This is an optimization exercise on Yosys and OpenROAD, whose aim is small area, not a production implementation. At most, simulation tests tie the RTL to the original design; equivalence was not proved. Power and IR drop assume default switching activity.

## sird_rx
module sird_rx (
    input  wire        clk,
    input  wire        rst,           
    input  wire        in_valid,
    input  wire [9:0]  in_code,       
    output wire        mk_valid,
    output wire        mk_capt,       
    output wire        mk_ok,
    output wire [7:0]  mk_num,
    output wire        hdr_valid,
    output wire        hdr_ok,
    output wire [1:0]  hdr_mode,
    output wire        hdr_latch,
    output wire [1:0]  hdr_rdiv,
    output wire [9:0]  hdr_mf,
    output wire [7:0]  hdr_quota,
    output wire [7:0]  hdr_cmd_len,
    output wire [7:0]  hdr_cycle,
    output wire        cmd_valid,
    output wire        cmd_ok,
    output wire        body_valid,
    output wire [7:0]  body_data,
    output wire        seg_valid,
    output wire        seg_ok,
    output wire        seg_bad,       
    output wire [7:0]  seg_pos,
    output wire [7:0]  seg_nstat,
    output wire [10:0] seg_len,
    output wire        seg_fmt_ok,    
    output wire [5:0]  seg_nsb,       
    output wire [4:0]  seg_kinds,     
    output wire        pi_valid,
    output wire [4:0]  pi_pos,
    output wire [23:0] pi_sample,
    output wire [7:0]  pi_cnt,
    output wire        trn_valid,
    output wire [5:0]  trn_nseg,
    output wire        trn_abort,
    output wire        trn_trunc,
    output wire        trn_stray,
    output wire        trn_hdr_bad,
    output reg  [15:0] code_errs,
    output reg  [15:0] crc_errs,
    output reg  [15:0] trains_lost
);
Size in the first run: ~190 flip-flops, ~0.0086 mm^2 of cells after synthesis.
Settings: LEC_CHECK=0, CAP_MARGIN=20, CORE_MARGIN=2, CORE_UTILIZATION=60, CTS_BUF_LIST=sky130_fd_sc_hd__clkbuf_8, CTS_CLUSTER_DIAMETER=60, SLEW_MARGIN=20; clock period 10.0 ns.
standard.sh (not shown) runs the stock make flow with config.mk's settings and CLKGATE_MAP_FILE= SYNTH_SCRIPT=/design/flow/synth_recipe.tcl, a recipe that flattens the netlist after the stock synthesis.
==> flow/flow/run.sh <==
#!/bin/bash
# Own layout flow: the standard layout (standard.sh) with these changes:
#  - synthesis is the standard flow's own synth_recipe.tcl, except that ABC maps the
#    logic with an area-oriented script (flow/area.abc) in place of ORFS's
#    speed script, and adders are left to ABC rather than mapped to half
#    and full adder cells first; the registers are left as the standard
#    synthesis makes them;
#  - each port gets the smallest buffer, buf_1, in place of the default one;
#  - clock tree synthesis clusters the registers in larger groups, each
#    driven by one clkbuf_8.
# make's full output goes to make_finish.log here; ORFS keeps each step's
# log under orfs/logs.
set -euo pipefail
W=$(pwd)
bash standard.sh "SYNTH_SCRIPT=$W/flow/my_synth.tcl" "ADDER_MAP_FILE=" \
    "BUFFER_PORTS_ARGS=-buffer_cell sky130_fd_sc_hd__buf_1" \
    "CTS_ARGS=-sink_clustering_enable -repair_clock_nets -sink_buffer_max_cap_derate 0.3 -sink_clustering_size 12 -sink_clustering_max_diameter 150 -buf_list sky130_fd_sc_hd__clkbuf_8" \
    finish > make_finish.log 2>&1
==> flow/flow/area.abc <==
strash
&get -n
&deepsyn -T 60
&dch
&nf -p -R 1000
&put
==> flow/flow/my_synth.tcl <==
# synth_recipe.tcl, with the main ABC mapping run on flow/area.abc
set my_dir [file dirname [file normalize [info script]]]
proc abc {args} {
  global my_dir
  set i [lsearch -exact $args -script]
  if { $i >= 0 && [string match *abc_speed.script [lindex $args [expr { $i + 1 }]]] } {
    set args [lreplace $args [expr { $i + 1 }] [expr { $i + 1 }] $my_dir/area.abc]
  }
  yosys abc {*}$args
}
source [file join $my_dir .. synth_recipe.tcl]
The baseline went through all stages and came out clean.
Change:
==> flow/flow/run.sh (replaced) <==
#!/bin/bash
# Own layout flow: the standard layout (standard.sh) with two changes:
#  - synthesis is the standard flow's own synth_recipe.tcl, except that ABC maps the
#    logic with an area-oriented script (flow/area.abc) in place of ORFS's
#    speed script; the registers are left as the standard synthesis makes them;
#  - each port gets the smallest buffer, buf_1, in place of the default one;
#  - clock tree synthesis clusters the registers in larger groups, each
#    driven by one clkbuf_8.
# make's full output goes to make_finish.log here; ORFS keeps each step's
# log under orfs/logs.
set -euo pipefail
W=$(pwd)
bash standard.sh "SYNTH_SCRIPT=$W/flow/my_synth.tcl" \
    "BUFFER_PORTS_ARGS=-buffer_cell sky130_fd_sc_hd__buf_1" \
    "CTS_ARGS=-sink_clustering_enable -repair_clock_nets -sink_buffer_max_cap_derate 0.3 -sink_clustering_size 40 -sink_clustering_max_diameter 150 -buf_list sky130_fd_sc_hd__clkbuf_8" \
    finish > make_finish.log 2>&1
After rerunning:
- design area increases by 7.9%
- non-clock buffer count is higher by 3
- combinational power decreases by 70%
- utilization went down by 0.75 points
- sequential power went down by 12%
- die area grows by 8.7%
- wire length rises by 4.6%
- count of clock-buffer cells in the layout went down by 1
Change:
==> flow/flow/run.sh (replaced) <==
#!/bin/bash
# Own layout flow: the standard layout (standard.sh) with these changes:
#  - synthesis is the standard flow's own synth_recipe.tcl, except that ABC maps the
#    logic with an area-oriented script (flow/area.abc) in place of ORFS's
#    speed script, and adders are left to ABC rather than mapped to half
#    and full adder cells first; the registers are left as the standard
#    synthesis makes them;
#  - each port gets the smallest buffer, buf_1, in place of the default one;
#  - clock tree synthesis clusters the registers in larger groups, each
#    driven by one clkbuf_8, and adds no dummy loads to the tree.
# make's full output goes to make_finish.log here; ORFS keeps each step's
# log under orfs/logs.
set -euo pipefail
W=$(pwd)
bash standard.sh "SYNTH_SCRIPT=$W/flow/my_synth.tcl" "ADDER_MAP_FILE=" \
    "BUFFER_PORTS_ARGS=-buffer_cell sky130_fd_sc_hd__buf_1" \
    "CTS_ARGS=-sink_clustering_enable -repair_clock_nets -dont_use_dummy_load -sink_buffer_max_cap_derate 0.3 -sink_clustering_size 12 -sink_clustering_max_diameter 150 -buf_list sky130_fd_sc_hd__clkbuf_8" \
    finish > make_finish.log 2>&1
--- a/flow/config.mk
+++ b/flow/config.mk
@@ -8,5 +8,5 @@
 export CAP_MARGIN = 20
 export CORE_MARGIN = 2
-export CORE_UTILIZATION = 60
+export CORE_UTILIZATION = 70
 export CTS_BUF_LIST = sky130_fd_sc_hd__clkbuf_8
 export CTS_CLUSTER_DIAMETER = 60
- hold slack barely changes
- count of clock-buffer cells in the layout does not change
- design area falls by 10%
- via count goes down by about 4%
- core utilization is higher by 10 points
- synthesized area came out lower by about 8%
- die area is lower by about 20%
- non-clock buffer count decreases by 4
- worst setup slack gets better by 0.52 ns
- first-iteration DRC count went up by 32%
- routed wire length shrinks by about 3.6%
Change:
--- a/flow/config.mk
+++ b/flow/config.mk
@@ -8,5 +8,5 @@
 export CAP_MARGIN = 20
 export CORE_MARGIN = 2
-export CORE_UTILIZATION = 70
+export CORE_UTILIZATION = 60
 export CTS_BUF_LIST = sky130_fd_sc_hd__clkbuf_8
 export CTS_CLUSTER_DIAMETER = 60
The changed run passed the timing, DRC and antenna checks.
Hold slack is worse by 0.018 ns.
Sequential cell count is unchanged.
Utilization shrinks by 11 points.
Global-route usage went down by 4.5 points.
Via count drops by a few percent.
Cell area goes up slightly.
Power is about the same.
Non-clock buffer count grows by 1.
Clock power stays flat.
Worst setup slack improves by 0.13 ns.
Change:
--- a/flow/flow/run.sh
+++ b/flow/flow/run.sh
@@ -8,5 +8,5 @@
 #  - each port gets the smallest buffer, buf_1, in place of the default one;
 #  - clock tree synthesis clusters the registers in larger groups, each
-#    driven by one clkbuf_8, and adds no dummy loads to the tree.
+#    driven by one clkbuf_16.
 # make's full output goes to make_finish.log here; ORFS keeps each step's
 # log under orfs/logs.
@@ -15,4 +15,4 @@
 bash standard.sh "SYNTH_SCRIPT=$W/flow/my_synth.tcl" "ADDER_MAP_FILE=" \
     "BUFFER_PORTS_ARGS=-buffer_cell sky130_fd_sc_hd__buf_1" \
-    "CTS_ARGS=-sink_clustering_enable -repair_clock_nets -dont_use_dummy_load -sink_buffer_max_cap_derate 0.3 -sink_clustering_size 12 -sink_clustering_max_diameter 150 -buf_list sky130_fd_sc_hd__clkbuf_8" \
+    "CTS_ARGS=-sink_clustering_enable -repair_clock_nets -sink_buffer_max_cap_derate 0.3 -sink_clustering_size 24 -sink_clustering_max_diameter 150 -buf_list sky130_fd_sc_hd__clkbuf_16" \
     finish > make_finish.log 2>&1
Design area rises by a few percent.
Worst setup slack improves by 0.019 ns.
Total power rises by about a fifth.
First-iteration DRC count rises by roughly a tenth.
Cell count rises slightly.
Sequential power hardly moves.
Utilization rises by 2.9 points.
Combinational power stays flat.
Synthesized area is unchanged.
Routed wire length rises by a few percent.
Fmax barely changes.

* * *

Another version of the RTL of sird_rx (not shown whole).
Size in the first run: ~1,200 cells after synthesis, ~220 I/O pins, ~12,000 µm² of cells after synthesis.
clock: 10.0 ns
lec_check: 0
cap_margin: 20
core_margin: 2
core_utilization: 60
cts_buf_list: sky130_fd_sc_hd__clkbuf_8
cts_cluster_diameter: 60
slew_margin: 20
==> flow/flow/run.sh <==
#!/bin/bash
# The standard layout, with the smallest buffer (buf_1) on each port instead
# of the default port buffer. make's full output goes to make_finish.log.
set -euo pipefail
bash standard.sh "BUFFER_PORTS_ARGS=-buffer_cell sky130_fd_sc_hd__buf_1" finish > make_finish.log 2>&1
Edit:
CORE_UTILIZATION = 40   (was 60)
CTS_BUF_LIST = unset   (was sky130_fd_sc_hd__clkbuf_8)
CTS_CLUSTER_DIAMETER = unset   (was 60)
After rerunning: Sequential cell count stays the same. Synthesized cell count does not change. Synthesized area does not change. Non-clock buffer count does not change. Wire length increases by about 9%. Total power increases by 9.3%. Design area increases by about 2.4%. Hold slack hardly moves. Worst setup slack is worse by 250 ps.
Edit:
==> flow/run.sh (new file) <==
#!/bin/bash
# synth_recipe.tcl (not shown) runs the flow's synth.tcl, then flattens the netlist and writes it again
# the make line also repeats each setting of config.mk as NAME=value (left out here)
make -C /OpenROAD-flow-scripts/flow DESIGN_CONFIG=/design/flow/config.mk WORK_HOME=/design/flow/orfs CLKGATE_MAP_FILE= SYNTH_SCRIPT=/design/flow/synth_recipe.tcl finish
removed: flow/flow/run.sh
removed: flow/standard.sh
What happened: The new run finished with timing, DRC and antenna clean; die area does not change; clock power rose by about 2%; total power goes up by 1.4%; worst hold slack barely changes.
Edit:
==> flow/flow/run.sh (new file) <==
#!/bin/bash
# The standard layout, with the smallest buffer (buf_1) on each port instead
# of the default port buffer. make's full output goes to make_finish.log.
set -euo pipefail
bash standard.sh "BUFFER_PORTS_ARGS=-buffer_cell sky130_fd_sc_hd__buf_1" finish > make_finish.log 2>&1
==> flow/standard.sh (new file) <==
#!/bin/bash
# synth_recipe.tcl (not shown) runs the flow's synth.tcl, then flattens the netlist and writes it again
# the make line also repeats each setting of config.mk as NAME=value (left out here)
make -C /OpenROAD-flow-scripts/flow DESIGN_CONFIG=/design/flow/config.mk WORK_HOME=/design/flow/orfs CLKGATE_MAP_FILE= SYNTH_SCRIPT=/design/flow/synth_recipe.tcl "${@:-finish}"
CORE_UTILIZATION = 70   (was 40)
removed: flow/run.sh
Effect: The new run ran to the end with no violations; global-route usage goes up by 11 points; area after synthesis does not change; via count goes up by 2.1%; power goes down by 6.7%; cell count goes down by 9.3%; fmax goes up by 7.1%; design area goes down by 11%; sequential cell count does not change.
Function was not checked in any run of this note: the RTL went through the layout flow alone.

port drivers added, routing unchanged:
How much do the figures lean on ideal ports? The routed layouts below were timed once more, with nothing changed but the port constraints.
Step 1, drivers: a clkbuf_16 drives clk and a buf_2 each remaining input, both assumed.
Step 2 moves the port delays by t, midway between the first and last clock arrival at a register: inputs arrive t later, outputs are due t later. That takes back most of the time a late clock gives input paths.
Slacks: ideal / step 1 / step 2; pairs: ideal / step 1.
| run | t (ns) | setup slack, ns | hold slack, ns | pins driven straight from the clock port |
|---|---|---|---|---|
| the first run of note 1 | 0.489 | 1.130 / 1.104 / 1.104 | 0.459 / 0.459 / 0.459 | 1 |
| the second run of note 1 | 0.490 | 0.441 / 0.420 / 0.420 | 0.458 / 0.458 / 0.458 | 1 |
| the third run of note 1 | 0.481 | 0.964 / 0.940 / 0.940 | 0.458 / 0.458 / 0.458 | 1 |
| the fourth run of note 1 | 0.485 | 1.099 / 1.073 / 1.073 | 0.440 / 0.440 / 0.440 | 1 |
| the fifth run of note 1 | 0.478 | 1.118 / 1.093 / 1.093 | 0.459 / 0.459 / 0.459 | 1 |
| the first run of note 2 | 0.561 | 3.037 / 2.992 / 3.553 | 0.448 / 0.448 / 0.448 | 1 |
| the second run of note 2 | 0.571 | 2.782 / 2.735 / 3.306 | 0.449 / 0.449 / 0.449 | 1 |
| the third run of note 2 | 0.565 | 2.482 / 2.433 / 2.998 | 0.450 / 0.450 / 0.450 | 1 |
| the fourth run of note 2 | 0.538 | 2.981 / 2.934 / 3.471 | 0.447 / 0.447 / 0.447 | 1 |
After both steps every run listed still meets setup and hold.
